What follows belongs to an exercise in optimizing a design on an open flow for small area; a production flow would make more cautious choices.
In this exercise RTL edits were held to simulation tests only and were not proved equivalent to the original.
No activity file was given, so power comes from the tool's default toggle rates.

**constraint.sdc**
```tcl
create_clock -name core_clock -period 6.0 [get_ports {clk}]
set_input_delay 1.2000 -clock core_clock [delete_from_list [all_inputs] [get_ports {clk}]]
set_output_delay 1.2000 -clock core_clock [all_outputs]
set_load 0.01 [all_outputs]
```
**run.sh**
```bash
#!/bin/bash
# synth_recipe.tcl (not shown) runs the flow's synth.tcl, then flattens the netlist and writes it again
# the make line also repeats each setting of config.mk as NAME=value (left out here)
make -C /OpenROAD-flow-scripts/flow DESIGN_CONFIG=/design/flow/config.mk WORK_HOME=/design/flow/orfs CLKGATE_MAP_FILE= SYNTH_SCRIPT=/design/flow/synth_recipe.tcl finish
```
**design.v**
```verilog
module pkdec_conv (
    input  wire         clk,
    input  wire         rst,         
    input  wire         in_valid,
    input  wire         in_op,       
    input  wire [127:0] in_a,        
    input  wire [63:0]  in_gb,       
    input  wire [2:0]   in_rm,       
    output wire         out_valid,
    output wire [127:0] out_d,       
    output wire         out_vx,      
    output wire         out_xx       
);
    function [11:0] dpd_decode;
        input [9:0] b;
        reg p, q, r, s, t, u, v, w, x, y;
        reg big2, big1, big0, h1, l1, h0, l0;
        begin
            {p, q, r, s, t, u, v, w, x, y} = b;
            big2 = v & ((w & ~x) | (w & x & (~s | t)));
            big1 = v & ((~w & x) | (w & x & (s | ~t)));
            big0 = v & ((~w & ~x) | (w & x & (s | t)));
            h1 = (v & w & x) ? p : s;
            l1 = (v & w & x) ? q : t;
            h0 = ~v ? w : (w ? p : s);
            l0 = ~v ? x : (w ? q : t);
            dpd_decode = {big2, p & ~big2, q & ~big2, r,
                          big1, h1 & ~big1, l1 & ~big1, u,
                          big0, h0 & ~big0, l0 & ~big0, y};
        end
    endfunction
    function [9:0] dpd_encode;
        input [11:0] bcd;
        reg a, b, c, d, e, f, g, h, i, j, k, m;
        begin
            {a, b, c, d} = bcd[11:8];
            {e, f, g, h} = bcd[7:4];
            {i, j, k, m} = bcd[3:0];
            case ({a, e, i})
                3'b000: dpd_encode = {b, c, d, f, g, h, 1'b0, j, k, m};
                3'b001: dpd_encode = {b, c, d, f, g, h, 1'b1, 1'b0, 1'b0, m};
                3'b010: dpd_encode = {b, c, d, j, k, h, 1'b1, 1'b0, 1'b1, m};
                3'b011: dpd_encode = {b, c, d, 1'b1, 1'b0, h, 1'b1, 1'b1, 1'b1, m};
                3'b100: dpd_encode = {j, k, d, f, g, h, 1'b1, 1'b1, 1'b0, m};
                3'b101: dpd_encode = {f, g, d, 1'b0, 1'b1, h, 1'b1, 1'b1, 1'b1, m};
                3'b110: dpd_encode = {j, k, d, 1'b0, 1'b0, h, 1'b1, 1'b1, 1'b1, m};
                default: dpd_encode = {1'b0, 1'b0, d, 1'b1, 1'b1, h, 1'b1, 1'b1, 1'b1, m};
            endcase
        end
    endfunction
    integer i_s, i_r;
    wire        g_hi_ok = (&in_gb[63:13]) | ~(|in_gb[63:13]);
    wire [14:0] t       = {in_gb[13], in_gb[13:0]} + 15'd6176;
    wire        gb_ok   = g_hi_ok & ~t[14] & ~(t[13] & t[12]);
    wire [13:0] bexp_s  = t[13:0];
    wire [4:0]  cf      = in_a[126:122];
    wire        d_spec  = &cf[4:1];
    wire        d_big   = cf[4] & cf[3];
    wire [1:0]  d_ehi   = d_big ? cf[2:1] : cf[4:3];
    wire [3:0]  d_msd   = d_big ? {3'b100, cf[0]} : {1'b0, cf[2:0]};
    wire [13:0] d_bexp  = {d_ehi, in_a[121:110]};
    wire signed [15:0] dif = $signed({2'b00, bexp_s}) - $signed({2'b00, d_bexp});
    reg  [6:0]  s_cl;
    always @* begin
        if (dif < -16'sd31)     s_cl = 7'd0;
        else if (dif > 16'sd35) s_cl = 7'd66;
        else                    s_cl = dif[6:0] + 7'd31;
    end
    wire        d_inv   = d_spec | ~gb_ok;
    wire [6:0]  s_code  = d_inv ? 7'd127 : s_cl;
    reg  [1:0]  rmc;
    always @* begin
        case (in_rm)
            3'd0:    rmc = 2'd0;
            3'd2:    rmc = in_a[127] ? 2'd1 : 2'd2;
            3'd3:    rmc = in_a[127] ? 2'd2 : 2'd1;
            3'd4:    rmc = 2'd3;
            default: rmc = 2'd1;
        endcase
    end
    wire [3:0]  nib     = in_a[3:0];
    wire        s_neg   = (nib == 4'hB) || (nib == 4'hD);
    reg         s_bad;
    reg  [99:0] s_dec;
    always @* begin
        s_bad = (nib < 4'hA) || !gb_ok;
        for (i_s = 1; i_s < 32; i_s = i_s + 1)
            if (in_a[i_s*4 +: 4] > 4'd9) s_bad = 1'b1;
        for (i_s = 0; i_s < 10; i_s = i_s + 1)
            s_dec[i_s*10 +: 10] = dpd_encode(in_a[4 + i_s*12 +: 12]);
    end
    wire [3:0]  s_top   = {in_a[127], in_a[127] ? 2'b00 : in_a[126:125], in_a[124]};
    wire [123:0] p0;
    assign p0[0] = in_op ? s_dec[1] : in_a[0];
    assign p0[1] = in_op ? s_dec[2] : in_a[1];
    assign p0[2] = in_op ? s_dec[3] : in_a[2];
    assign p0[3] = in_op ? s_dec[5] : in_a[3];
    assign p0[4] = in_a[4];
    assign p0[5] = in_op ? s_dec[6] : in_a[5];
    assign p0[6] = in_op ? s_dec[8] : in_a[6];
    assign p0[7] = in_op ? s_dec[9] : in_a[7];
    assign p0[8] = in_a[8];
    assign p0[9] = in_op ? s_dec[11] : in_a[9];
    assign p0[10] = in_op ? s_dec[12] : in_a[10];
    assign p0[11] = in_op ? s_dec[13] : in_a[11];
    assign p0[12] = in_a[12];
    assign p0[13] = in_op ? s_dec[15] : in_a[13];
    assign p0[14] = in_op ? s_dec[16] : in_a[14];
    assign p0[15] = in_op ? s_dec[18] : in_a[15];
    assign p0[16] = in_a[16];
    assign p0[17] = in_op ? s_dec[19] : in_a[17];
    assign p0[18] = in_op ? s_dec[21] : in_a[18];
    assign p0[19] = in_op ? s_dec[22] : in_a[19];
    assign p0[20] = in_a[20];
    assign p0[21] = in_op ? s_dec[23] : in_a[21];
    assign p0[22] = in_op ? s_dec[25] : in_a[22];
    assign p0[23] = in_op ? s_dec[26] : in_a[23];
    assign p0[24] = in_a[24];
    assign p0[25] = in_op ? s_dec[28] : in_a[25];
    assign p0[26] = in_op ? s_dec[29] : in_a[26];
    assign p0[27] = in_op ? s_dec[31] : in_a[27];
    assign p0[28] = in_a[28];
    assign p0[29] = in_op ? s_dec[32] : in_a[29];
    assign p0[30] = in_op ? s_dec[33] : in_a[30];
    assign p0[31] = in_op ? s_dec[35] : in_a[31];
    assign p0[32] = in_a[32];
    assign p0[33] = in_op ? s_dec[36] : in_a[33];
    assign p0[34] = in_op ? s_dec[38] : in_a[34];
    assign p0[35] = in_op ? s_dec[39] : in_a[35];
    assign p0[36] = in_a[36];
    assign p0[37] = in_op ? s_dec[41] : in_a[37];
    assign p0[38] = in_op ? s_dec[42] : in_a[38];
    assign p0[39] = in_op ? s_dec[43] : in_a[39];
    assign p0[40] = in_a[40];
    assign p0[41] = in_op ? s_dec[45] : in_a[41];
    assign p0[42] = in_op ? s_dec[46] : in_a[42];
    assign p0[43] = in_op ? s_dec[48] : in_a[43];
    assign p0[44] = in_a[44];
    assign p0[45] = in_op ? s_dec[49] : in_a[45];
    assign p0[46] = in_op ? s_dec[51] : in_a[46];
    assign p0[47] = in_op ? s_dec[52] : in_a[47];
    assign p0[48] = in_a[48];
    assign p0[49] = in_op ? s_dec[53] : in_a[49];
    assign p0[50] = in_op ? s_dec[55] : in_a[50];
    assign p0[51] = in_op ? s_dec[56] : in_a[51];
    assign p0[52] = in_a[52];
    assign p0[53] = in_op ? s_dec[58] : in_a[53];
    assign p0[54] = in_op ? s_dec[59] : in_a[54];
    assign p0[55] = in_op ? s_dec[61] : in_a[55];
    assign p0[56] = in_a[56];
    assign p0[57] = in_op ? s_dec[62] : in_a[57];
    assign p0[58] = in_op ? s_dec[63] : in_a[58];
    assign p0[59] = in_op ? s_dec[65] : in_a[59];
    assign p0[60] = in_a[60];
    assign p0[61] = in_op ? s_dec[66] : in_a[61];
    assign p0[62] = in_op ? s_dec[68] : in_a[62];
    assign p0[63] = in_op ? s_dec[69] : in_a[63];
    assign p0[64] = in_a[64];
    assign p0[65] = in_op ? s_dec[71] : in_a[65];
    assign p0[66] = in_op ? s_dec[72] : in_a[66];
    assign p0[67] = in_op ? s_dec[73] : in_a[67];
    assign p0[68] = in_a[68];
    assign p0[69] = in_op ? s_dec[75] : in_a[69];
    assign p0[70] = in_op ? s_dec[76] : in_a[70];
    assign p0[71] = in_op ? s_dec[78] : in_a[71];
    assign p0[72] = in_a[72];
    assign p0[73] = in_op ? s_dec[79] : in_a[73];
    assign p0[74] = in_op ? s_dec[81] : in_a[74];
    assign p0[75] = in_op ? s_dec[82] : in_a[75];
    assign p0[76] = in_a[76];
    assign p0[77] = in_op ? s_dec[83] : in_a[77];
    assign p0[78] = in_op ? s_dec[85] : in_a[78];
    assign p0[79] = in_op ? s_dec[86] : in_a[79];
    assign p0[80] = in_a[80];
    assign p0[81] = in_op ? s_dec[88] : in_a[81];
    assign p0[82] = in_op ? s_dec[89] : in_a[82];
    assign p0[83] = in_op ? s_dec[90] : in_a[83];
    assign p0[84] = in_a[84];
    assign p0[85] = in_op ? s_dec[91] : in_a[85];
    assign p0[86] = in_op ? s_dec[92] : in_a[86];
    assign p0[87] = in_op ? s_dec[93] : in_a[87];
    assign p0[88] = in_a[88];
    assign p0[89] = in_op ? s_dec[94] : in_a[89];
    assign p0[90] = in_op ? s_dec[95] : in_a[90];
    assign p0[91] = in_op ? s_dec[96] : in_a[91];
    assign p0[92] = in_a[92];
    assign p0[93] = in_op ? s_dec[97] : in_a[93];
    assign p0[94] = in_op ? s_dec[98] : in_a[94];
    assign p0[95] = in_op ? s_dec[99] : in_a[95];
    assign p0[96] = in_a[96];
    assign p0[97] = in_op ? s_top[0] : in_a[97];
    assign p0[98] = in_op ? s_top[1] : in_a[98];
    assign p0[99] = in_op ? s_top[2] : in_a[99];
    assign p0[100] = in_a[100];
    assign p0[101] = in_op ? s_neg : in_a[101];
    assign p0[102] = in_op ? s_bad : in_a[102];
    assign p0[103] = in_op ? bexp_s[0] : in_a[103];
    assign p0[104] = in_a[104];
    assign p0[105] = in_op ? bexp_s[1] : in_a[105];
    assign p0[106] = in_op ? bexp_s[2] : in_a[106];
    assign p0[107] = in_op ? bexp_s[3] : in_a[107];
    assign p0[108] = in_a[108];
    assign p0[109] = in_op ? bexp_s[4] : in_a[109];
    assign p0[110] = in_op ? bexp_s[5] : d_msd[0];
    assign p0[111] = in_op ? bexp_s[6] : d_msd[1];
    assign p0[112] = in_op ? bexp_s[7] : d_msd[2];
    assign p0[113] = in_op ? bexp_s[8] : d_msd[3];
    assign p0[114] = in_op ? bexp_s[9] : s_code[0];
    assign p0[115] = in_op ? bexp_s[10] : s_code[1];
    assign p0[116] = in_op ? bexp_s[11] : s_code[2];
    assign p0[117] = in_op ? bexp_s[12] : s_code[3];
    assign p0[118] = in_op ? 1'b1 : s_code[4];
    assign p0[119] = in_op ? 1'b0 : s_code[5];
    assign p0[120] = in_op ? 1'b1 : s_code[6];
    assign p0[121] = in_op ? bexp_s[13] : rmc[0];
    assign p0[122] = in_op ? 1'b0 : rmc[1];
    assign p0[123] = in_a[127];
    reg          v1, v2, v3, v4, v5, v6;
    reg  [123:0] p1, p2, p3, p4;
    always @(posedge clk) begin
        if (rst) begin
            v1 <= 1'b0; v2 <= 1'b0; v3 <= 1'b0; v4 <= 1'b0; v5 <= 1'b0; v6 <= 1'b0;
        end else begin
            v1 <= in_valid; v2 <= v1; v3 <= v2; v4 <= v3; v5 <= v4; v6 <= v5;
        end
        p1 <= p0; p2 <= p1; p3 <= p2; p4 <= p3;
    end
    wire         op4   = p4[120] & ~p4[119] & p4[118];
    wire         sign4 = p4[123];
    wire [1:0]   rmc4  = p4[122:121];
    wire [6:0]   s4    = p4[120:114];
    wire         inv4  = s4[6] & s4[5];
    wire         sbad4 = p4[102];
    wire [255:0] c4;              
    wire [33:0]  nz4;
    assign c4[255:136] = 120'd0;
    assign c4[135:132] = p4[113:110];
    genvar gd;
    generate for (gd = 0; gd < 11; gd = gd + 1) begin : g_dec
        assign c4[gd*12 +: 12] = dpd_decode(p4[gd*10 +: 10]);
    end
    for (gd = 0; gd < 34; gd = gd + 1) begin : g_nz
        assign nz4[gd] = |c4[gd*4 +: 4];
    end endgenerate
    wire [5:0]   rot   = {~s4[5], s4[4:0]};
    wire [5:0]   nrot  = ~rot;
    wire [255:0] l1  = ({256{rot[5]}} & {c4[127:0], c4[255:128]}) | ({256{nrot[5]}} & c4);
    wire [255:0] l2  = ({256{rot[4]}} & {l1[63:0],  l1[255:64]})  | ({256{nrot[4]}} & l1);
    wire [255:0] l3  = ({256{rot[3]}} & {l2[31:0],  l2[255:32]})  | ({256{nrot[3]}} & l2);
    wire [255:0] l4  = ({256{rot[2]}} & {l3[15:0],  l3[255:16]})  | ({256{nrot[2]}} & l3);
    wire [255:0] l5  = ({256{rot[1]}} & {l4[7:0],   l4[255:8]})   | ({256{nrot[1]}} & l4);
    wire [255:0] r4w = ({256{rot[0]}} & {l5[3:0],   l5[255:4]})   | ({256{nrot[0]}} & l5);
    wire [127:0] r4    = r4w[127:0];
    wire [3:0]   rdig  = r4[3:0];
    wire [127:0] th    = {128{1'b1}} << s4;       
    wire         lovf  = |(nz4 & th[33:0]);
    wire         stick = |(nz4 & ~th[65:32]);
    wire inexact = (rdig != 4'd0) || stick;
    reg  rup;
    always @* begin
        case (rmc4)
            2'd0:    rup = (rdig > 4'd5) || ((rdig == 4'd5) && (stick || r4[4]));
            2'd1:    rup = 1'b0;
            2'd2:    rup = inexact;
            default: rup = (rdig >= 4'd5);
        endcase
    end
    wire         d2s_sel  = ~op4 & ~inv4 & ~lovf;
    wire         d2s_selh = d2s_sel & ~(s4 > 7'd64);
    wire         s2d_sel  = op4 & ~sbad4;
    wire         nan_sel  = op4 & sbad4;
    wire [127:0] q4;
    assign q4[0] = (s2d_sel & p4[4]) | (d2s_sel & sign4);
    assign q4[1] = (s2d_sel & p4[0]);
    assign q4[2] = (s2d_sel & p4[1]) | ~op4;
    assign q4[3] = (s2d_sel & p4[2]) | ~op4;
    assign q4[4] = (s2d_sel & p4[8]) | (d2s_sel & r4[4]);
    assign q4[5] = (s2d_sel & p4[3]) | (d2s_sel & r4[5]);
    assign q4[6] = (s2d_sel & p4[5]) | (d2s_sel & r4[6]);
    assign q4[7] = (s2d_sel & p4[12]) | (d2s_sel & r4[7]);
    assign q4[8] = (s2d_sel & p4[6]) | (d2s_sel & r4[8]);
    assign q4[9] = (s2d_sel & p4[7]) | (d2s_sel & r4[9]);
    assign q4[10] = (s2d_sel & p4[16]) | (d2s_sel & r4[10]);
    assign q4[11] = (s2d_sel & p4[9]) | (d2s_sel & r4[11]);
    assign q4[12] = (s2d_sel & p4[10]) | (d2s_sel & r4[12]);
    assign q4[13] = (s2d_sel & p4[11]) | (d2s_sel & r4[13]);
    assign q4[14] = (s2d_sel & p4[20]) | (d2s_sel & r4[14]);
    assign q4[15] = (s2d_sel & p4[13]) | (d2s_sel & r4[15]);
    assign q4[16] = (s2d_sel & p4[14]) | (d2s_sel & r4[16]);
    assign q4[17] = (s2d_sel & p4[24]) | (d2s_sel & r4[17]);
    assign q4[18] = (s2d_sel & p4[15]) | (d2s_sel & r4[18]);
    assign q4[19] = (s2d_sel & p4[17]) | (d2s_sel & r4[19]);
    assign q4[20] = (s2d_sel & p4[28]) | (d2s_sel & r4[20]);
    assign q4[21] = (s2d_sel & p4[18]) | (d2s_sel & r4[21]);
    assign q4[22] = (s2d_sel & p4[19]) | (d2s_sel & r4[22]);
    assign q4[23] = (s2d_sel & p4[21]) | (d2s_sel & r4[23]);
    assign q4[24] = (s2d_sel & p4[32]) | (d2s_sel & r4[24]);
    assign q4[25] = (s2d_sel & p4[22]) | (d2s_sel & r4[25]);
    assign q4[26] = (s2d_sel & p4[23]) | (d2s_sel & r4[26]);
    assign q4[27] = (s2d_sel & p4[36]) | (d2s_sel & r4[27]);
    assign q4[28] = (s2d_sel & p4[25]) | (d2s_sel & r4[28]);
    assign q4[29] = (s2d_sel & p4[26]) | (d2s_sel & r4[29]);
    assign q4[30] = (s2d_sel & p4[40]) | (d2s_sel & r4[30]);
    assign q4[31] = (s2d_sel & p4[27]) | (d2s_sel & r4[31]);
    assign q4[32] = (s2d_sel & p4[29]) | (d2s_sel & r4[32]);
    assign q4[33] = (s2d_sel & p4[30]) | (d2s_sel & r4[33]);
    assign q4[34] = (s2d_sel & p4[44]) | (d2s_sel & r4[34]);
    assign q4[35] = (s2d_sel & p4[31]) | (d2s_sel & r4[35]);
    assign q4[36] = (s2d_sel & p4[33]) | (d2s_sel & r4[36]);
    assign q4[37] = (s2d_sel & p4[48]) | (d2s_sel & r4[37]);
    assign q4[38] = (s2d_sel & p4[34]) | (d2s_sel & r4[38]);
    assign q4[39] = (s2d_sel & p4[35]) | (d2s_sel & r4[39]);
    assign q4[40] = (s2d_sel & p4[52]) | (d2s_sel & r4[40]);
    assign q4[41] = (s2d_sel & p4[37]) | (d2s_sel & r4[41]);
    assign q4[42] = (s2d_sel & p4[38]) | (d2s_sel & r4[42]);
    assign q4[43] = (s2d_sel & p4[39]) | (d2s_sel & r4[43]);
    assign q4[44] = (s2d_sel & p4[56]) | (d2s_sel & r4[44]);
    assign q4[45] = (s2d_sel & p4[41]) | (d2s_sel & r4[45]);
    assign q4[46] = (s2d_sel & p4[42]) | (d2s_sel & r4[46]);
    assign q4[47] = (s2d_sel & p4[60]) | (d2s_sel & r4[47]);
    assign q4[48] = (s2d_sel & p4[43]) | (d2s_sel & r4[48]);
    assign q4[49] = (s2d_sel & p4[45]) | (d2s_sel & r4[49]);
    assign q4[50] = (s2d_sel & p4[64]) | (d2s_sel & r4[50]);
    assign q4[51] = (s2d_sel & p4[46]) | (d2s_sel & r4[51]);
    assign q4[52] = (s2d_sel & p4[47]) | (d2s_sel & r4[52]);
    assign q4[53] = (s2d_sel & p4[49]) | (d2s_sel & r4[53]);
    assign q4[54] = (s2d_sel & p4[68]) | (d2s_sel & r4[54]);
    assign q4[55] = (s2d_sel & p4[50]) | (d2s_sel & r4[55]);
    assign q4[56] = (s2d_sel & p4[51]) | (d2s_sel & r4[56]);
    assign q4[57] = (s2d_sel & p4[72]) | (d2s_sel & r4[57]);
    assign q4[58] = (s2d_sel & p4[53]) | (d2s_sel & r4[58]);
    assign q4[59] = (s2d_sel & p4[54]) | (d2s_sel & r4[59]);
    assign q4[60] = (s2d_sel & p4[76]) | (d2s_sel & r4[60]);
    assign q4[61] = (s2d_sel & p4[55]) | (d2s_sel & r4[61]);
    assign q4[62] = (s2d_sel & p4[57]) | (d2s_sel & r4[62]);
    assign q4[63] = (s2d_sel & p4[58]) | (d2s_sel & r4[63]);
    assign q4[64] = (s2d_sel & p4[80]) | (d2s_sel & r4[64]);
    assign q4[65] = (s2d_sel & p4[59]) | (d2s_sel & r4[65]);
    assign q4[66] = (s2d_sel & p4[61]) | (d2s_sel & r4[66]);
    assign q4[67] = (s2d_sel & p4[84]) | (d2s_sel & r4[67]);
    assign q4[68] = (s2d_sel & p4[62]) | (d2s_sel & r4[68]);
    assign q4[69] = (s2d_sel & p4[63]) | (d2s_sel & r4[69]);
    assign q4[70] = (s2d_sel & p4[88]) | (d2s_sel & r4[70]);
    assign q4[71] = (s2d_sel & p4[65]) | (d2s_sel & r4[71]);
    assign q4[72] = (s2d_sel & p4[66]) | (d2s_sel & r4[72]);
    assign q4[73] = (s2d_sel & p4[67]) | (d2s_sel & r4[73]);
    assign q4[74] = (s2d_sel & p4[92]) | (d2s_sel & r4[74]);
    assign q4[75] = (s2d_sel & p4[69]) | (d2s_sel & r4[75]);
    assign q4[76] = (s2d_sel & p4[70]) | (d2s_sel & r4[76]);
    assign q4[77] = (s2d_sel & p4[96]) | (d2s_sel & r4[77]);
    assign q4[78] = (s2d_sel & p4[71]) | (d2s_sel & r4[78]);
    assign q4[79] = (s2d_sel & p4[73]) | (d2s_sel & r4[79]);
    assign q4[80] = (s2d_sel & p4[100]) | (d2s_sel & r4[80]);
    assign q4[81] = (s2d_sel & p4[74]) | (d2s_sel & r4[81]);
    assign q4[82] = (s2d_sel & p4[75]) | (d2s_sel & r4[82]);
    assign q4[83] = (s2d_sel & p4[77]) | (d2s_sel & r4[83]);
    assign q4[84] = (s2d_sel & p4[104]) | (d2s_sel & r4[84]);
    assign q4[85] = (s2d_sel & p4[78]) | (d2s_sel & r4[85]);
    assign q4[86] = (s2d_sel & p4[79]) | (d2s_sel & r4[86]);
    assign q4[87] = (s2d_sel & p4[108]) | (d2s_sel & r4[87]);
    assign q4[88] = (s2d_sel & p4[81]) | (d2s_sel & r4[88]);
    assign q4[89] = (s2d_sel & p4[82]) | (d2s_sel & r4[89]);
    assign q4[90] = (s2d_sel & p4[83]) | (d2s_sel & r4[90]);
    assign q4[91] = (s2d_sel & p4[85]) | (d2s_sel & r4[91]);
    assign q4[92] = (s2d_sel & p4[86]) | (d2s_sel & r4[92]);
    assign q4[93] = (s2d_sel & p4[87]) | (d2s_sel & r4[93]);
    assign q4[94] = (s2d_sel & p4[89]) | (d2s_sel & r4[94]);
    assign q4[95] = (s2d_sel & p4[90]) | (d2s_sel & r4[95]);
    assign q4[96] = (s2d_sel & p4[91]) | (d2s_sel & r4[96]);
    assign q4[97] = (s2d_sel & p4[93]) | (d2s_sel & r4[97]);
    assign q4[98] = (s2d_sel & p4[94]) | (d2s_sel & r4[98]);
    assign q4[99] = (s2d_sel & p4[95]) | (d2s_sel & r4[99]);
    assign q4[100] = (s2d_sel & p4[97]) | (d2s_sel & r4[100]);
    assign q4[101] = (s2d_sel & p4[98]) | (d2s_sel & r4[101]);
    assign q4[102] = (s2d_sel & p4[99]) | (d2s_sel & r4[102]);
    assign q4[103] = (s2d_sel & p4[123]) | (d2s_sel & r4[103]);
    assign q4[104] = (d2s_sel & r4[104]);
    assign q4[105] = (d2s_sel & r4[105]);
    assign q4[106] = (d2s_sel & r4[106]);
    assign q4[107] = (d2s_sel & r4[107]);
    assign q4[108] = (d2s_sel & r4[108]);
    assign q4[109] = (d2s_sel & r4[109]);
    assign q4[110] = (s2d_sel & p4[103]) | (d2s_sel & r4[110]);
    assign q4[111] = (s2d_sel & p4[105]) | (d2s_sel & r4[111]);
    assign q4[112] = (s2d_sel & p4[106]) | (d2s_sel & r4[112]);
    assign q4[113] = (s2d_sel & p4[107]) | (d2s_sel & r4[113]);
    assign q4[114] = (s2d_sel & p4[109]) | (d2s_sel & r4[114]);
    assign q4[115] = (s2d_sel & p4[110]) | (d2s_sel & r4[115]);
    assign q4[116] = (s2d_sel & p4[111]) | (d2s_sel & r4[116]);
    assign q4[117] = (s2d_sel & p4[112]) | (d2s_sel & r4[117]);
    assign q4[118] = (s2d_sel & p4[113]) | (d2s_sel & r4[118]);
    assign q4[119] = (s2d_sel & p4[114]) | (d2s_sel & r4[119]);
    assign q4[120] = (s2d_sel & p4[115]) | (d2s_selh & r4[120]);
    assign q4[121] = (s2d_sel & p4[116]) | (d2s_selh & r4[121]);
    assign q4[122] = nan_sel | (d2s_selh & r4[122]);
    assign q4[123] = nan_sel | (d2s_selh & r4[123]);
    assign q4[124] = nan_sel | (d2s_selh & r4[124]);
    assign q4[125] = (s2d_sel & p4[117]) | nan_sel | (d2s_selh & r4[125]);
    assign q4[126] = (s2d_sel & p4[121]) | nan_sel | (d2s_selh & r4[126]);
    assign q4[127] = (s2d_sel & p4[101]) | (d2s_selh & r4[127]);
    reg          rup5, vx5, xx5;
    reg  [127:0] q5;
    always @(posedge clk) begin
        q5   <= q4;
        rup5 <= d2s_sel & rup;
        vx5  <= ~s2d_sel & ~d2s_sel;
        xx5  <= d2s_sel & inexact;
    end
    reg  [123:0] inc;
    reg          cy;
    reg  [3:0]   dg;
    always @* begin
        cy = rup5;
        for (i_r = 0; i_r < 31; i_r = i_r + 1) begin
            dg = q5[4 + i_r*4 +: 4];
            inc[i_r*4]     = dg[0] ^ cy;
            inc[i_r*4 + 1] = dg[1] ^ (cy & dg[0] & ~dg[3]);
            inc[i_r*4 + 2] = dg[2] ^ (cy & dg[0] & dg[1]);
            inc[i_r*4 + 3] = dg[3] ^ (cy & dg[0] & (dg[3] | (dg[1] & dg[2])));
            cy = cy & dg[3] & dg[0];
        end
    end
    reg          vx6, xx6;
    reg  [127:0] res6;
    always @(posedge clk) begin
        res6 <= {inc, q5[3:1], q5[0] & ~cy};
        vx6  <= vx5 | cy;
        xx6  <= xx5 & ~cy;
    end
    assign out_valid = v6;
    assign out_d     = res6;
    assign out_vx    = vx6;
    assign out_xx    = xx6;
endmodule
```
**config.mk**
```make
export PLATFORM = sky130hd
export DESIGN_NAME = pkdec_conv
export DESIGN_NICKNAME = pkdec_conv
export VERILOG_FILES = /design/flow/design.v
export SDC_FILE = /design/flow/constraint.sdc
export NUM_CORES = 4
export LEC_CHECK = 0
export ABC_AREA = 1
export CAP_MARGIN = 20
export CORE_MARGIN = 2
export CORE_UTILIZATION = 55
export CTS_BUF_LIST = sky130_fd_sc_hd__clkbuf_4
export PLACE_DENSITY = 0.65
export SLEW_MARGIN = 20
```
==> run_results.csv, run 1 <==
group,metric,value,unit
status,status,"no timing/DRC/antenna violations",
setup_path,path_cells,"inv_2 > nor2_1 > clkinv_2 > buf_4 > o22ai_1 > o21ai_0 > mux2i_1 > mux2i_1 > nand2_1 > nand3_1 > o21ai_1",
setup_path,critPathMaxFanout,64,
die,num_io_pins,330,
route,avgRoutedWirePerCell,24.1,um
logic_synthesis,syn_area,32500,um2
setup_path,path_class,"register to register",
route,drtPass1Iterations,9,
route,wl_met1,48200,um
power,p_total,11900,uW
sta,fin_crit_sh,0.769,
route,viasPerCell,6.01,
placed_design,portBuffers,329,
sta,final_hold_viol_count,0,
setup_path,worstPathArrival,5.49,ns
route,routed.top_layer,"met5",
route,drt_iter0_markers,4967,
logic_synthesis,ys_types,64,
global_route,grt_pass1_wl,193000,um
placed_design,dpl.hpwl,101000,um
route,drc,0,
setup_path,cp_slowest_cell,"o21ai_0",
sta,tightest_slew,1.25,ns
clock_network,cts.sink_count,763,
sta,skew,0.0925,ns
route,route.met2.wl,58000,um
logic_synthesis,synth_cells,4307,
die,die_h,247,um
sta,postLayoutSetupSlackWorst,1.39,ns
clock_network,cts_tree,"built",
finish,final_common_cell,"nand2_1",
route,drt-total-wl,135000,um
logic_synthesis,async_flop_share,0,
clock_network,path_clk_slew,0.08,ns
finish,finalNetCount,4945,
logic_synthesis,yosys_warnings,1,
clock_network,root_buffer,"clkbuf_4",
route,antenna_left,0,
die,num_rows,89,
setup_path,crit_family,"compound AO/OA/AOI/OAI gates",
die,start_util,0.554,
finish,syn_to_final_growth,20.2,%
logic_synthesis,syn-num-nets,4555,
sta,period_needed,4.61,ns
setup_path,critical_path.max_stage_delay,0.97,ns
sta,setup_viol,0,
global_route,grt_pass1_vias,31200,
die,coreArea,58700,um2
setup_path,critical_path_required,6.88,ns
setup_path,cp_num_buf_inv,3,
power,p_leak,0.0176,uW
logic_synthesis,synth_seq_area_share,0.470,
die,die_area,61100,um2
sta,maxSlewHeadroom,0.157,
logic_synthesis,synth_area_per_cell,7.55,um2
setup_path,path_common_cell,"mux2i_1",
route,routed-via-count,33700,
global_route,track_usage,0.434,
finish,drive_above_1_share,0.0883,
sta,drv_slew,0,
route,met3_length,17600,um
sta,rsz0062_at_grt,"no",
power,vdd_ir_drop_max,0.000187,V
setup_path,crit_path_start_kind,"register",
logic_synthesis,synth_edf_count,0,
placed_design,gp_congestion,1.15,
sta,clock.fmax,217,MHz
finish,final_cell_mix,"nand2_1, dfxtp_1, o21ai_0",
clock_network,ctsHtreeMaxLevel,4,
placed_design,pre_cts_ws,1.33,ns
sta,fin_setup_tns,0,ns
global_route,grt_antenna_before_repair,12,
power,p_per_area,303,nW/um2
clock_network,hold_buffers,0,
clock_network,cts_max_path_buffers,3,
logic_synthesis,ys_seq_elements,763,
die,die_w,247,um
clock_network,cts_buffers,174,
clock_network,cts_setup_buffers,0,
global_route,overflow,0,
clock_network,post_cts_resize_count,0,
clock_network,clock_latency,1.05,ns
logic_synthesis,synth_ff_type,"dfxtp_1",
global_route,grt_max_degree,104,
finish,fin_util,0.666,
hold_path,hp-class,"register to register",
setup_path,end_kind,"register",
job,maxCapViolCount,0,
cell usage after synthesis, drive strengths merged, types with 2 or more instances:
cell,instances,share of area
mux2i,58,0.018
o21ai,666,0.10
o2111ai,6,0.0016
a22oi,24,0.0055
buf,71,0.010
nand2,998,0.12
nor4,33,0.0063
o221ai,30,0.0081
nor3,50,0.0077
clkinv,5,0.00058
o311ai,4,0.0011
a41oi,11,0.0030
ha,48,0.018
dfxtp,763,0.47
o22ai,123,0.024
a22o,3,0.00081
a31oi,34,0.0067
inv,460,0.053
o21bai,4,0.00092
a31o,3,0.00081
and3,2,0.00038
o211ai,18,0.0043
o21a,4,0.00092
nor2,269,0.033
o31ai,2,0.00046
clkbuf,137,0.016
xnor2,35,0.0094
a32oi,9,0.0024
nor3b,2,0.00046
a21oi,133,0.020
a211oi,6,0.0014
xor2,17,0.0046
nand3,181,0.028
nand4,71,0.017
a221oi,10,0.0029
or2,6,0.0012
worst paths after layout:
kind | slack [ns] | endpoint | start | cells after the start
hold / removal | 0.29 | p4[27] | p3[27] | 0
setup / recovery | 1.39 | q5[19] | p4[119] | 11
setup reg to reg | 1.39 | q5[19] | p4[119] | 11
hold reg to reg | 0.29 | p4[27] | p3[27] | 0
routing by layer:
metal	GRT usage	up-vias
li1	-	15300
met1	0.515	15400
met2	0.651	2419
met3	0.145	567
met4	0.327	4
met5	0	-
cells by family after synthesis:
logic type / count (synthesis) / synth area share
adder cells (fa/ha/maj): 49 / 0.0191
flip-flops: 763 / 0.470
XOR/XNOR: 52 / 0.0140
buffers and inverters: 673 / 0.0795
AO/OA/AOI/OAI: 1097 / 0.190
multiplexers: 58 / 0.0179
AND/OR/NAND/NOR: 1615 / 0.210
report_power, final:
group	internal (uW)	switching, uW	total [uW]
registers	5380	236	5610
logic	641	1430	2070
clock network	2120	2040	4170
total	8140	3710	11900
through the flow:
stage / hold WS (ns) / cells / cell area (um2)
3_5_place_dp: 0.312 / 5294 / 36700
2_1_floorplan: 0.310 / 4307 / 32500
5_1_grt: 0.306 / 5603 / 39100
3_3_place_gp: 0.310 / 5294 / 36700
6_report: 0.294 / 5610 / 39100
4_1_cts: 0.289 / 5600 / 39000
layout make-up:
type	instances	area [um2]
Clock inverter	52	419
Fill cell	5022	19600
Clock buffer	254	1910
Inverter	465	1750
Tap cell	773	967
Multi-Input combinational cell	2871	14700
Timing Repair Buffer	422	4050
Antenna cell	10	25.0
Sequential cell	763	15300
sequential cells by signal, indices dropped and copies added, names as in the netlist:
signal	flops
p4	124
p1	124
v5	1
p3	124
rup5	1
vx6	1
p2	124
v2	1
v1	1
v6	1
xx5	1
v3	1
res6	128
v4	1
xx6	1
vx5	1
q5	128
==> run 2: changes to the inputs <==
--- a/config.mk
+++ b/config.mk
@@ -9,6 +9,8 @@
 export CAP_MARGIN = 20
 export CORE_MARGIN = 2
 export CORE_UTILIZATION = 55
-export CTS_BUF_LIST = sky130_fd_sc_hd__clkbuf_4
+export CTS_BUF_LIST = sky130_fd_sc_hd__clkbuf_16
+export CTS_CLUSTER_DIAMETER = 100
+export CTS_CLUSTER_SIZE = 30
 export PLACE_DENSITY = 0.65
 export SLEW_MARGIN = 20
==> run_results.csv, run 2 <==
group,metric,value,unit
sta,skew,0.0152,ns
placed_design,portBuffers,329,
setup_path,cp_slowest_cell,"o311ai_1",
route,viasPerCell,6.06,
sta,clock.fmax,219,MHz
sta,final_hold_viol_count,0,
clock_network,cts_max_path_buffers,3,
logic_synthesis,synth_edf_count,0,
power,p_int,6960,uW
global_route,grt_max_degree,104,
hold_path,min_path_cells,0,
route,drt-total-wl,132000,um
die,start_util,0.554,
power,p_leak,0.0167,uW
power,switching_power,3140,uW
status,status,"no timing/DRC/antenna violations",
global_route,grt_pass1_vias,29500,
die,die_w,247,um
global_route,track_usage,0.420,
logic_synthesis,ys_seq_elements,763,
die,die_h,247,um
logic_synthesis,synth_cells,4307,
finish,final_common_cell,"nand2_1",
logic_synthesis,synth_top_area_cell,"dfxtp_1",
global_route,grt_pass1_wl,187000,um
logic_synthesis,synth_area_per_cell,7.55,um2
setup_path,r2r_cells,14,
logic_synthesis,synth_ff_type,"dfxtp_1",
die,num_io_pins,330,
power,p_sw_frac,0.311,
logic_synthesis,yosys_warnings,1,
clock_network,clock_latency,0.64,ns
placed_design,dp_cells,5294,
clock_network,post_cts_resize_count,0,
logic_synthesis,syn-num-nets,4555,
logic_synthesis,ys_types,64,
route,avgRoutedWirePerCell,24.7,um
route,drt_iter0_markers,4589,
clock_network,cts_buffers,30,
power,p_clk_frac,0.240,
logic_synthesis,netlist_top_cells_count,"nand2_1, dfxtp_1, o21ai_0",
setup_path,cp_num_buf_inv,2,
sta,maxSlewHeadroom,0.127,
logic_synthesis,synth_top_area_frac,0.470,
power,seq_power_share,0.555,
global_route,overflow,0,
logic_synthesis,async_flop_share,0,
clock_network,cts_tree,"built",
clock_network,path_clk_slew,0.11,ns
job,maxCapViolCount,0,
finish,syn_to_final_growth,15.6,%
power,vdd_ir_drop_max,0.000261,V
finish,drive_above_1_share,0.0408,
setup_path,critical_path_required,6.44,ns
finish,fill_cells,5201,
clock_network,cts.sink_count,763,
setup_path,path_cells,"inv_1 > o311ai_1 > nand2_1 > o22ai_1 > inv_1 > nand2_1 > o21ai_0 > nand2_1 > o21ai_0 > nand2_1 > o21ai_0 > nand2_1 > nand2_1 > o21ai_0",
clock_network,root_buffer,"clkbuf_16",
setup_path,path_depth,14,
setup_path,worstPathArrival,5.01,ns
sta,drv_slew,0,
die,num_rows,89,
sta,fin_crit_sh,0.761,
setup_path,end_kind,"register",
route,drtPass1Iterations,10,
sta,period_needed,4.56,ns
clock_network,hold_buffers,0,
sta,hold_ws,0.329,ns
finish,reg_top3,"q5 (128), res6 (128)",
sta,setup_viol,0,
sta,rsz0062_at_grt,"no",
power,p_per_area,269,nW/um2
global_route,grt_antenna_before_repair,11,
logic_synthesis,yosysMostFrequentCell,"nand2_1",
clock_network,cts_setup_buffers,0,
placed_design,dpl.hpwl,101000,um
logic_synthesis,syn_area,32500,um2
clock_network,ctsHtreeMaxLevel,1,
die,coreArea,58700,um2
hold_path,hp-class,"register to register",
finish,final_cells,5334,
logic_synthesis,synth_seq_area_share,0.470,
sta,tightest_slew,1.30,ns
finish,finalNetCount,4801,
setup_path,crit_family,"compound AO/OA/AOI/OAI gates",
setup_path,crit_path_start_kind,"register",
logic_synthesis,synth_area_leaders,"dfxtp_1, nand2_1, o21ai_0, inv_1, nor2_1",
finish,final_cell_mix,"nand2_1, dfxtp_1, o21ai_0",
setup_path,path_class,"register to register",
setup_path,path_common_cell,"nand2_1",
sta,fin_setup_tns,0,ns
route,antenna_left,0,
die,die_area,61100,um2
setup_path,critical_path.max_stage_delay,0.92,ns
power,p_comb_frac,0.205,
setup_path,critPathMaxFanout,6,
route,drc,0,
placed_design,gp_congestion,1.15,
route,routed-via-count,32300,
[run 2: layer usage]
metal	vias to the layer above	share of wire	global-route usage	wire (um)
li1	14900	-	-	-
met4	6	0.085	0.292	11300
met3	520	0.13	0.119	16600
met2	2205	0.42	0.635	55800
met5	-	0.00052	0	68
met1	14700	0.37	0.517	48300
[run 2: cell families after synthesis]
kind of cell    Yosys count  synth area share
simple gates           1615             0.210
fa+ha+maj                49            0.0191
flops                   763             0.470
mux                      58            0.0179
compound gates         1097             0.190
buf+inv                 673            0.0795
xor+xnor                 52            0.0140
[run 2: layout make-up]
cell class | count | area, um2 | share of cell area
diodes | 2 | 5.00 | 0.000133
clock buffers | 31 | 776 | 0.0206
clock inverters | 7 | 65.1 | 0.00173
inverters | 465 | 1750 | 0.0465
multi-input cells | 2871 | 14700 | 0.391
flip-flops and latches | 763 | 15300 | 0.407
well taps | 773 | 967 | 0.0257
repair buffers | 422 | 4050 | 0.108
[run 2: metrics by stage]
step / util / power, uW / setup WS, ns / cell area, um2
floorplan: - / 6660 / 2.37 / 32500
global placement: 0.626 / 7610 / 1.33 / 36700
detailed placement: 0.626 / 7630 / 1.33 / 36700
CTS: 0.640 / 9980 / 1.98 / 37600
global route: 0.640 / 10400 / 1.54 / 37600
finish: 0.640 / 10100 / 1.44 / 37600
[run 2: worst reg2reg max path, stage by stage, from the launching register on]
cell      delay, ns
dfxtp_1        0.38
inv_1          0.17
o311ai_1       0.92
nand2_1        0.47
o22ai_1        0.23
inv_1          0.08
nand2_1        0.05
o21ai_0        0.12
nand2_1        0.10
o21ai_0        0.33
nand2_1        0.16
o21ai_0        0.17
nand2_1        0.12
nand2_1        0.20
o21ai_0        0.88
[run 2: power by group through the flow]
stage,registers [uW],clock network (uW),logic [uW]
global route,5620,2640,2170
floorplan,5590,0,1070
finish,5610,2430,2070
CTS,5590,2460,1930
global placement,5690,0,1920
detailed placement,5710,0,1920
[run 2: worst paths after layout]
| check | start | endpoint | slack [ns] |
|---|---|---|---|
| worst max-delay path | p4[61] | q5[50] | 1.44 |
| worst min-delay path | p3[117] | p4[117] | 0.33 |
| worst max register to register | p4[61] | q5[50] | 1.44 |
| worst min register to register | p3[117] | p4[117] | 0.33 |
==> run 3: changes to the inputs <==
==> flow/run.sh (new file) <==
#!/bin/bash
# Own layout flow: the standard ORFS flow (standard.sh: unchanged synthesis
# and steps) except that the port buffers use the smallest buffer cell
# (sky130_fd_sc_hd__buf_1) instead of clkdlybuf4s50_1. Every port still gets
# its buffer. All output of make (every tool) goes to flow_make.log in this
# folder; ORFS also keeps one log per step under orfs/logs/.
set -euo pipefail
export BUFFER_PORTS_ARGS="-buffer_cell sky130_fd_sc_hd__buf_1"
bash standard.sh > flow_make.log 2>&1
==> standard.sh (new file) <==
#!/bin/bash
# synth_recipe.tcl (not shown) runs the flow's synth.tcl, then flattens the netlist and writes it again
# the make line also repeats each setting of config.mk as NAME=value (left out here)
make -C /OpenROAD-flow-scripts/flow DESIGN_CONFIG=/design/flow/config.mk WORK_HOME=/design/flow/orfs CLKGATE_MAP_FILE= SYNTH_SCRIPT=/design/flow/synth_recipe.tcl "${@:-finish}"
removed: run.sh
==> run_results.csv, run 3 <==
group,metric,value,unit
status,status,"no timing/DRC/antenna violations",
finish,drive_above_1_share,0.0381,
sta,setup_viol,0,
global_route,track_usage,0.467,
logic_synthesis,synth_cells,4307,
die,start_util,0.554,
finish,final_cell_mix,"nand2_1, dfxtp_1, o21ai_0",
setup_path,crit_path_start_kind,"register",
die,die_w,247,um
setup_path,startpoint,"p4[119]",
finish,fin_util,0.607,
sta,clock.fmax,214,MHz
sta,drv_slew,0,
finish,multiInputGateArea,14700,um2
finish,seq_area,15300,um2
sta,maxSlewHeadroom,0.199,
sta,final_hold_viol_count,0,
route,drt-total-wl,146000,um
global_route,grt_antenna_before_repair,13,
sta,rsz0062_at_grt,"no",
clock_network,post_cts_resize_count,0,
clock_network,cts_tree,"built",
finish,fill_cells,5178,
finish,syn_to_final_growth,9.57,%
global_route,grt_pass1_wl,205000,um
clock_network,cts_max_path_buffers,3,
power,p_per_area,296,nW/um2
logic_synthesis,synth_seq_area_share,0.470,
route,routed-via-count,33500,
logic_synthesis,ys_types,64,
setup_path,critPathMaxFanout,56,
clock_network,cts_buffers,35,
logic_synthesis,netlist_top_cells_count,"nand2_1, dfxtp_1, o21ai_0",
hold_path,holdCritStartpoint,"p1[41]",
setup_path,reg2reg_from,"p4[119]",
sta,skew,0.0409,ns
logic_synthesis,yosys_warnings,1,
setup_path,critical_path_required,6.49,ns
global_route,grt_max_degree,106,
global_route,grt_pass1_vias,31100,
logic_synthesis,ys_seq_elements,763,
setup_path,path_class,"register to register",
clock_network,path_clk_slew,0.11,ns
logic_synthesis,synth_ff_type,"dfxtp_1",
die,num_io_pins,330,
die,num_rows,89,
job,maxCapViolCount,0,
logic_synthesis,synth_top_area_frac,0.470,
route,drc,0,
route,avgRoutedWirePerCell,27.5,um
clock_network,cts_setup_buffers,0,
die,die_h,247,um
logic_synthesis,synth_edf_count,0,
finish,final_common_cell,"nand2_1",
logic_synthesis,synth_top_area_cell,"dfxtp_1",
hold_path,hp-class,"register to register",
sta,fin_crit_sh,0.779,
sta,tightest_slew,1.20,ns
finish,reg_top3,"q5 (128), res6 (128)",
power,vdd_ir_drop_max,0.000309,V
placed_design,place_area,34500,um2
placed_design,portBuffers,329,
clock_network,cts.sink_count,763,
finish,fin_area,35600,um2
placed_design,gp_congestion,1.13,
clock_network,ctsHtreeMaxLevel,2,
logic_synthesis,syn_area,32500,um2
clock_network,clock_latency,0.61,ns
clock_network,root_buffer,"clkbuf_16",
route,viasPerCell,6.28,
sta,period_needed,4.67,ns
sta,postLayoutSetupSlackWorst,1.33,ns
route,antenna_left,0,
setup_path,reg2reg_slack,1.33,ns
placed_design,dpl.hpwl,112000,um
route,drtPass1Iterations,12,
logic_synthesis,synth_area_leaders,"dfxtp_1, nand2_1, o21ai_0, inv_1, nor2_1",
logic_synthesis,yosysMostFrequentCell,"nand2_1",
sta,fin_setup_tns,0,ns
finish,finalNetCount,4781,
global_route,overflow,0,
die,coreArea,58700,um2
logic_synthesis,async_flop_share,0,
placed_design,pre_cts_ws,1.78,ns
logic_synthesis,syn-num-nets,4555,
clock_network,hold_buffers,0,
die,die_area,61100,um2
logic_synthesis,synth_area_per_cell,7.55,um2
setup_path,end_kind,"register",
power,p_leak,0.0159,uW
setup_path,worstPathArrival,5.16,ns
route,drt_iter0_markers,4613,
[run 3: worst paths after layout]
kind | end | cells past startpoint
max | q5[84] | 12
min | p2[41] | 0
min reg2reg | p2[41] | 0
max reg2reg | q5[84] | 12
[run 3: kinds of logic (layout without fill, tap and decap cells)]
logic type                 count (synthesis)  after routing  share of synthesized area
AOI/OAI and AO/OA                       1097           1097                      0.190
xor gates and xnor gates                  52             52                     0.0140
adders and majority gates                 49             49                     0.0191
buffers and inverters                    673            911                     0.0795
DFF                                      763            763                      0.470
muxes                                     58             58                     0.0179
other                                      0              6                          0
and+or+nand+nor                         1615           1615                      0.210
[run 3: area by class of cell]
| type | instances | share of cell area |
|---|---|---|
| inverters | 465 | 0.0491 |
| well taps | 773 | 0.0271 |
| clock inverters | 14 | 0.00709 |
| clock buffers | 35 | 0.0246 |
| diodes | 6 | 0.000421 |
| repair buffers | 397 | 0.0505 |
| multi-input cells | 2871 | 0.412 |
| flip-flops and latches | 763 | 0.429 |
[run 3: where the power goes]
group          switching [uW]  internal (uW)  leakage [uW]
combinational            1520            505       0.00895
clock                    1670           1220      0.000553
sequential                243           5380       0.00635
total                    3440           7100        0.0159
[run 3: per-stage QoR]
stage | cells | hold slack (ns) | power (uW)
finish | 5324 | 0.323 | 10500
global route | 5319 | 0.330 | 10800
CTS | 5317 | 0.333 | 10400
detailed placement | 5268 | 0.312 | 7580
global placement | 5268 | 0.309 | 7560
floorplan | 4307 | 0.310 | 6660
[run 3: per-layer routing]
metal  global-route usage  share of wire  up-vias
met5                    0        0.00055        -
met4                0.350          0.091       12
met3                0.154           0.13      696
met2                0.713           0.43     2530
met1                0.543           0.35    15400
li1                     -              -    14800
[run 3: critical path, cell delays in order, from the launching register on]
cell and delay [ns]:
dfxtp_1 0.37, buf_4 0.55, nor2_1 0.14, buf_4 0.21
clkinv_2 0.05, buf_4 0.56, o22ai_1 0.34, o21ai_0 0.96
mux2i_1 0.31, mux2i_1 0.59, nor2_1 0.09, o21ai_0 0.19
o21ai_0 0.11
==> run 4: changes to the inputs <==
--- a/design.v
+++ b/design.v
@@ -216,14 +216,14 @@
     assign p0[122] = in_op ? 1'b0 : rmc[1];
     assign p0[123] = in_a[127];
     reg          v1, v2, v3, v4, v5, v6;
-    reg  [123:0] p1, p2, p3, p4;
+    reg  [123:0] p1, p2, p3, p3b, p4;
     always @(posedge clk) begin
         if (rst) begin
             v1 <= 1'b0; v2 <= 1'b0; v3 <= 1'b0; v4 <= 1'b0; v5 <= 1'b0; v6 <= 1'b0;
         end else begin
             v1 <= in_valid; v2 <= v1; v3 <= v2; v4 <= v3; v5 <= v4; v6 <= v5;
         end
-        p1 <= p0; p2 <= p1; p3 <= p2; p4 <= p3;
+        p1 <= p0; p2 <= p1; p3 <= p2; p3b <= p3; p4 <= p3b;
     end
     wire         op4   = p4[120] & ~p4[119] & p4[118];
     wire         sign4 = p4[123];
@@ -420,15 +420,8 @@
             cy = cy & dg[3] & dg[0];
         end
     end
-    reg          vx6, xx6;
-    reg  [127:0] res6;
-    always @(posedge clk) begin
-        res6 <= {inc, q5[3:1], q5[0] & ~cy};
-        vx6  <= vx5 | cy;
-        xx6  <= xx5 & ~cy;
-    end
     assign out_valid = v6;
-    assign out_d     = res6;
-    assign out_vx    = vx6;
-    assign out_xx    = xx6;
+    assign out_d     = {inc, q5[3:1], q5[0] & ~cy};
+    assign out_vx    = vx5 | cy;
+    assign out_xx    = xx5 & ~cy;
 endmodule
--- a/config.mk
+++ b/config.mk
@@ -11,6 +11,6 @@
 export CORE_UTILIZATION = 55
 export CTS_BUF_LIST = sky130_fd_sc_hd__clkbuf_16
 export CTS_CLUSTER_DIAMETER = 100
-export CTS_CLUSTER_SIZE = 30
+export CTS_CLUSTER_SIZE = 25
 export PLACE_DENSITY = 0.65
 export SLEW_MARGIN = 20
==> run_results.csv, run 4 <==
group,metric,value,unit
global_route,overflow,0,
job,maxCapViolCount,0,
sta,tightest_slew,1.27,ns
clock_network,cts.sink_count,757,
logic_synthesis,ys_seq_elements,757,
sta,maxSlewHeadroom,0.143,
logic_synthesis,yosysMostFrequentCell,"nand2_1",
logic_synthesis,synth_ff_type,"dfxtp_1",
setup_path,reg2reg_slack,1.39,ns
setup_path,crit_path_start_kind,"register",
route,drtPass1Iterations,7,
global_route,grt_pass1_vias,30700,
logic_synthesis,syn_area,32100,um2
power,p_leak,0.0154,uW
finish,final_common_cell,"nand2_1",
logic_synthesis,synth_edf_count,0,
clock_network,cts_tree,"built",
route,avgRoutedWirePerCell,26.9,um
sta,final_hold_viol_count,0,
placed_design,dpl.hpwl,109000,um
logic_synthesis,netlist_top_cells_count,"nand2_1, dfxtp_1, o21ai_0",
placed_design,dp_cells,5191,
finish,finalNetCount,4715,
route,viasPerCell,6.27,
clock_network,cts_buffers,38,
logic_synthesis,synth_area_leaders,"dfxtp_1, o21ai_0, nand2_1, inv_1, o22ai_1",
placed_design,portBuffers,329,
sta,rsz0062_at_grt,"no",
die,die_h,245,um
finish,top_register,"q5",
logic_synthesis,syn-num-nets,4472,
route,drt-total-wl,141000,um
route,drt_iter0_markers,4822,
logic_synthesis,synth_cells,4224,
clock_network,clock_latency,0.63,ns
hold_path,hp-class,"register to register",
sta,skew,0.0536,ns
setup_path,critical_path.max_stage_delay,0.36,ns
sta,fin_crit_sh,0.921,
setup_path,path_cells,"inv_1 > nor2_2 > nand3_2 > nor2_4 > nand4_4 > nor2_4 > nand4_4 > nor2_4 > nand4_4 > nor2_4 > nand4_4 > nor2_4 > nand4_4 > nor2_4 > nand4_4 > nor2_4 > nand2_1 > nor2_1 > ha_1 > nand2_1 > nor2_1 > nand2_1 > o21ai_0 > buf_1",
clock_network,path_clk_slew,0.10,ns
placed_design,pre_cts_ws,1.11,ns
route,drc,0,
status,status,"no timing/DRC/antenna violations",
die,num_rows,88,
route,routed-via-count,32900,
logic_synthesis,synth_top_area_frac,0.473,
logic_synthesis,synth_seq_area_share,0.473,
finish,final_cells,5244,
die,coreArea,57700,um2
global_route,grt_antenna_before_repair,3,
power,p_per_area,295,nW/um2
die,num_io_pins,330,
power,vdd_ir_drop_max,0.000290,V
sta,period_needed,5.52,ns
sta,postLayoutSetupSlackWorst,0.476,ns
clock_network,cts_setup_buffers,0,
setup_path,end_kind,"output port",
global_route,track_usage,0.457,
die,die_area,60200,um2
finish,drive_above_1_share,0.0400,
setup_path,worstPathArrival,4.32,ns
setup_path,cp_slowest_cell,"dfxtp_1",
setup_path,path_common_cell,"nor2_4",
sta,setup_viol,0,
clock_network,post_cts_resize_count,0,
setup_path,path_class,"register to output port",
die,start_util,0.556,
route,antenna_left,0,
clock_network,ctsHtreeMaxLevel,2,
logic_synthesis,synth_top_area_cell,"dfxtp_1",
die,die_w,245,um
clock_network,root_buffer,"clkbuf_16",
clock_network,hold_buffers,0,
placed_design,gp_congestion,1.09,
setup_path,critical_path_required,4.80,ns
clock_network,cts_max_path_buffers,3,
logic_synthesis,async_flop_share,0,
global_route,grt_pass1_wl,201000,um
sta,clock.fmax,181,MHz
sta,fin_setup_tns,0,ns
setup_path,critPathMaxFanout,3,
sta,drv_slew,0,
global_route,grt_max_degree,124,
finish,largest_reg_flops,128,
finish,final_cell_mix,"nand2_1, dfxtp_1, o21ai_0",
finish,syn_to_final_growth,9.93,%
logic_synthesis,ys_types,59,
logic_synthesis,yosys_warnings,1,
logic_synthesis,synth_area_per_cell,7.59,um2
[run 4: cell count changes after synthesis, sizes merged, moves of 7 or more]
cell	previous run	this run
inv	460	444
o22ai	123	208
clkbuf	137	155
mux2i	58	46
nand3	181	111
o31ai	2	9
buf	71	57
nor4	33	22
nor2	269	353
nand2	998	873
[run 4: stage by stage]
step,hold WS (ns),power [uW],instance area (um2),util
final,0.281,10400,35200,0.611
after global routing,0.298,10700,35200,0.611
after CTS,0.308,10300,35200,0.611
after detailed placement,0.312,7530,34100,0.592
after global placement,0.310,7500,34100,0.592
after floorplan,0.310,6630,32100,-
[run 4: critical path, delay by kind of cell, from the launching register on]
kind            cells  cell delay, ns
simple gates       20            2.83
flops               1            0.36
fa+ha+maj           1            0.19
compound gates      1            0.07
buf+inv             2            0.22
[run 4: worst paths after layout]
path / startpoint / to / cells after the start
worst max-delay path: q5[4] / out_d[127] / 24
worst min-delay path: p3[123] / p3b[123] / 0
worst max register to register: p4[23] / q5[73] / 15
worst min register to register: p3[123] / p3b[123] / 0
[run 4: routing by layer]
metal | up-vias | GRT usage | share of wire | wire [um]
met5 | - | 0 | 0.00011 | 15
met4 | 2 | 0.332 | 0.090 | 12700
met3 | 574 | 0.112 | 0.12 | 17000
met2 | 2512 | 0.715 | 0.44 | 61700
met1 | 15100 | 0.549 | 0.35 | 49900
li1 | 14700 | - | - | -
[run 4: cell families (layout without fill, tap and decap cells)]
logic type / count (synthesis) / in the layout / synth area share
AOI/OAI and AO/OA: 1176 / 1176 / 0.208
buffers and inverters: 661 / 913 / 0.0784
xor gates and xnor gates: 52 / 52 / 0.0142
DFF: 757 / 757 / 0.473
other: 0 / 3 / 0
muxes: 46 / 46 / 0.0144
and+or+nand+nor: 1483 / 1483 / 0.193
adders and majority gates: 49 / 49 / 0.0194
[run 4: where the power goes]
part           switching (uW)  internal [uW]  total [uW]
Sequential                235           5370        5610
Combinational            1470            501        1970
Clock                    1630           1190        2820
[run 4: cell type report]
class,instances,area [um2]
repair buffers,415,1920
multi-input cells,2806,14400
inverters,449,1690
diodes,3,7.51
well taps,765,957
fillers,5098,22500
flip-flops and latches,757,15200
clock buffers,38,951
clock inverters,11,144
==> run 5: changes to the inputs <==
--- a/config.mk
+++ b/config.mk
@@ -8,9 +8,9 @@
 export ABC_AREA = 1
 export CAP_MARGIN = 20
 export CORE_MARGIN = 2
-export CORE_UTILIZATION = 55
+export CORE_UTILIZATION = 65
 export CTS_BUF_LIST = sky130_fd_sc_hd__clkbuf_16
 export CTS_CLUSTER_DIAMETER = 100
 export CTS_CLUSTER_SIZE = 25
-export PLACE_DENSITY = 0.65
+export PLACE_DENSITY = 0.72
 export SLEW_MARGIN = 20
==> run_results.csv, run 5 <==
group,metric,value,unit
hold_path,whs_endpoint,"p4[28]",
logic_synthesis,synth_area_per_cell,7.59,um2
logic_synthesis,netlist_top_cells_count,"nand2_1, dfxtp_1, o21ai_0",
logic_synthesis,synth_edf_count,0,
hold_path,hp-class,"register to register",
sta,postLayoutSetupSlackWorst,0.351,ns
power,p_sw_frac,0.318,
placed_design,dp_cells,5046,
global_route,track_usage,0.518,
setup_path,critical_path_required,4.80,ns
logic_synthesis,async_flop_share,0,
route,avgRoutedWirePerCell,26.5,um
clock_network,cts_setup_buffers,0,
route,drc,0,
placed_design,portBuffers,329,
power,p_int,7070,uW
finish,final_common_cell,"nand2_1",
setup_path,crit_family,"simple AND/OR/NAND/NOR gates",
global_route,grt_max_degree,122,
finish,final_cell_mix,"nand2_1, dfxtp_1, o21ai_0",
logic_synthesis,synth_top_area_cell,"dfxtp_1",
hold_path,min_path_cells,0,
setup_path,end_kind,"output port",
finish,finalNetCount,4676,
setup_path,cp_slowest_cell,"dfxtp_1",
route,viasPerCell,6.57,
global_route,grt_pass1_wl,192000,um
finish,final_cells,5113,
setup_path,critPathMaxFanout,3,
power,switching_power,3290,uW
setup_path,cp_num_buf_inv,1,
clock_network,root_buffer,"clkbuf_16",
clock_network,clock_latency,0.64,ns
placed_design,dpl.hpwl,97300,um
clock_network,path_clk_slew,0.09,ns
power,p_per_area,297,nW/um2
logic_synthesis,syn_area,32100,um2
finish,top_register,"q5",
clock_network,cts_max_path_buffers,3,
finish,fin_area,34800,um2
global_route,grt_pass1_vias,30600,
logic_synthesis,yosys_warnings,1,
sta,skew,0.0582,ns
placed_design,pre_cts_ws,1.15,ns
finish,fin_util,0.713,
sta,fin_setup_tns,0,ns
setup_path,path_class,"register to output port",
sta,rsz0062_at_grt,"no",
power,p_leak,0.0152,uW
sta,maxSlewHeadroom,0.196,
global_route,grt_antenna_before_repair,15,
setup_path,reg2reg_slack,1.32,ns
logic_synthesis,synth_area_leaders,"dfxtp_1, o21ai_0, nand2_1, inv_1, o22ai_1",
die,start_util,0.656,
job,maxCapViolCount,0,
sta,final_hold_viol_count,0,
setup_path,worstPathArrival,4.45,ns
finish,largest_reg_flops,128,
route,drt_iter0_markers,6089,
logic_synthesis,ys_seq_elements,757,
sta,drv_slew,0,
placed_design,gp_congestion,1.25,
clock_network,hold_buffers,0,
power,seq_power_share,0.540,
logic_synthesis,synth_top_area_frac,0.473,
sta,fin_crit_sh,0.942,
logic_synthesis,synth_cells,4224,
setup_path,r2r_cells,10,
die,die_h,226,um
logic_synthesis,synth_ff_type,"dfxtp_1",
sta,setup_viol,0,
route,antenna_left,0,
power,p_clk_frac,0.271,
die,die_area,51100,um2
sta,tightest_slew,1.21,ns
logic_synthesis,yosysMostFrequentCell,"nand2_1",
power,p_comb_frac,0.188,
finish,fill_cells,3846,
finish,drive_above_1_share,0.0309,
logic_synthesis,syn-num-nets,4472,
setup_path,crit_path_start_kind,"register",
die,die_w,226,um
die,num_io_pins,330,
setup_path,reg2reg_to,"q5[112]",
clock_network,ctsHtreeMaxLevel,2,
sta,clock.fmax,177,MHz
logic_synthesis,synth_seq_area_share,0.473,
setup_path,path_depth,24,
finish,syn_to_final_growth,8.70,%
setup_path,reg2reg_from,"p4[119]",
power,vdd_ir_drop_max,0.000283,V
clock_network,post_cts_resize_count,0,
setup_path,path_cells,"nand2_1 > nor2_2 > nand3_2 > nor2_4 > nand4_4 > nor2_4 > nand4_4 > nor2_4 > nand4_4 > nor2_4 > nand4_4 > nor2_4 > nand4_4 > nor2_4 > nand4_4 > nor2_4 > nand2_1 > nor2_1 > ha_1 > nand2_1 > nor2_1 > nand2_1 > o21ai_0 > buf_1",
die,num_rows,81,
route,routed-via-count,33600,
die,coreArea,48800,um2
clock_network,cts.sink_count,757,
placed_design,place_area,33700,um2
clock_network,cts_tree,"built",
route,drtPass1Iterations,12,
route,drt-total-wl,135000,um
global_route,overflow,0,
clock_network,cts_buffers,37,
logic_synthesis,ys_types,59,
status,status,"no timing/DRC/antenna violations",
sta,period_needed,5.65,ns
setup_path,critical_path.max_stage_delay,0.37,ns
hold_path,holdCritStartpoint,"p3b[28]",
setup_path,path_common_cell,"nor2_4",
## run 5: cell counts after synthesis
No cell type changed its count.
## run 5: area by class of cell
class | instances | area [um2] | area share
sequential | 757 | 15200 | 0.435
multi-input combinational | 2806 | 14400 | 0.413
inverter | 449 | 1690 | 0.0485
timing repair buffer | 377 | 1620 | 0.0466
clock buffer | 38 | 951 | 0.0273
tap | 664 | 831 | 0.0238
clock inverter | 7 | 138 | 0.00395
antenna | 15 | 37.5 | 0.00108
## run 5: cell families (layout without fill, tap and decap cells)
group,after synthesis,in the layout,synth area share
compound gates,1176,1176,0.208
xor+xnor,52,52,0.0142
fa+ha+maj,49,49,0.0194
buf+inv,661,871,0.0784
flops,757,757,0.473
mux,46,46,0.0144
other cells,0,15,0
simple gates,1483,1483,0.193
## run 5: worst max-delay path by stage
stage | start | end | slack [ns]
floorplan | q5[7] | out_d[127] | 2.04
global route | q5[7] | out_d[127] | 0.11
global placement | q5[7] | out_d[127] | 1.36
detailed placement | q5[7] | out_d[127] | 1.15
finish | q5[7] | out_d[127] | 0.35
CTS | q5[7] | out_d[127] | 0.41
## run 5: routing by layer
| layer | global-route usage | vias up | wire [um] |
|---|---|---|---|
| met3 | 0.240 | 879 | 21700 |
| li1 | - | 14600 | - |
| met1 | 0.579 | 15000 | 44400 |
| met5 | 0.0166 | - | 196 |
| met4 | 0.413 | 14 | 14000 |
| met2 | 0.758 | 3125 | 55000 |
## run 5: per-stage QoR
stage | hold slack, ns | power, uW
after floorplan | 0.310 | 6630
after global placement | 0.310 | 7370
after detailed placement | 0.312 | 7410
after CTS | 0.321 | 10100
after global routing | 0.327 | 10600
final | 0.300 | 10400
## run 5: worst reg2reg max path: stages (launching register included)
cell     delay, ns
dfxtp_1       0.85
buf_4         0.37
buf_4         0.35
nand2_1       0.09
o21ai_1       0.53
a22oi_1       0.23
o22ai_1       0.97
o21ai_0       0.37
o21ai_0       0.46
o21ai_0       0.14
o22ai_1       0.19
## run 5: power by group through the flow
stage / clock network, uW / logic (uW) / registers, uW
6_report: 2810 / 1950 / 5600
5_1_grt: 2970 / 2010 / 5610
3_3_place_gp: 0 / 1710 / 5660
3_5_place_dp: 0 / 1720 / 5690
4_1_cts: 2780 / 1740 / 5580
2_1_floorplan: 0 / 1060 / 5570

[afterwards: timing with drivers on the ports]
In the flow no input, the clock included, has a driving cell. The finished layouts below were timed again as built, in two steps. Step 1: set_driving_cell puts a clkbuf_16 on clk and a buf_2 on each other input, an assumption about the parent block. Step 2, shift: input delay + t, output delay - t, t = (earliest + latest rising clock arrival at the registers) / 2. This alone moves slack from input paths to output paths. a / b / c = ideal ports / drivers / drivers and shift; a / b = the first two.
run | shift t [ns] | setup WS [ns] | clock arrival spread, ns | slew at the worst register clock pin (ns) | pins driven straight from the clock port
run 1 | 1.074 | 1.388 / 1.388 / 1.277 | 0.092 / 0.093 | 0.09 / 0.09 | 1
run 2 | 0.699 | 1.437 / 1.437 / 1.317 | 0.017 / 0.016 | 0.11 / 0.11 | 1
run 3 | 0.659 | 1.326 / 1.326 / 1.326 | 0.041 / 0.041 | 0.12 / 0.12 | 1
run 4 | 0.675 | 0.476 / 0.406 / 1.081 | 0.055 / 0.055 | 0.10 / 0.10 | 1
run 5 | 0.679 | 0.351 / 0.284 / 0.963 | 0.059 / 0.058 | 0.10 / 0.10 | 1
After both steps every run listed still meets setup and hold. For run 2, which loses most, drivers alone change the setup slack by 0.000 ns; drivers and shift together by -0.120 ns.
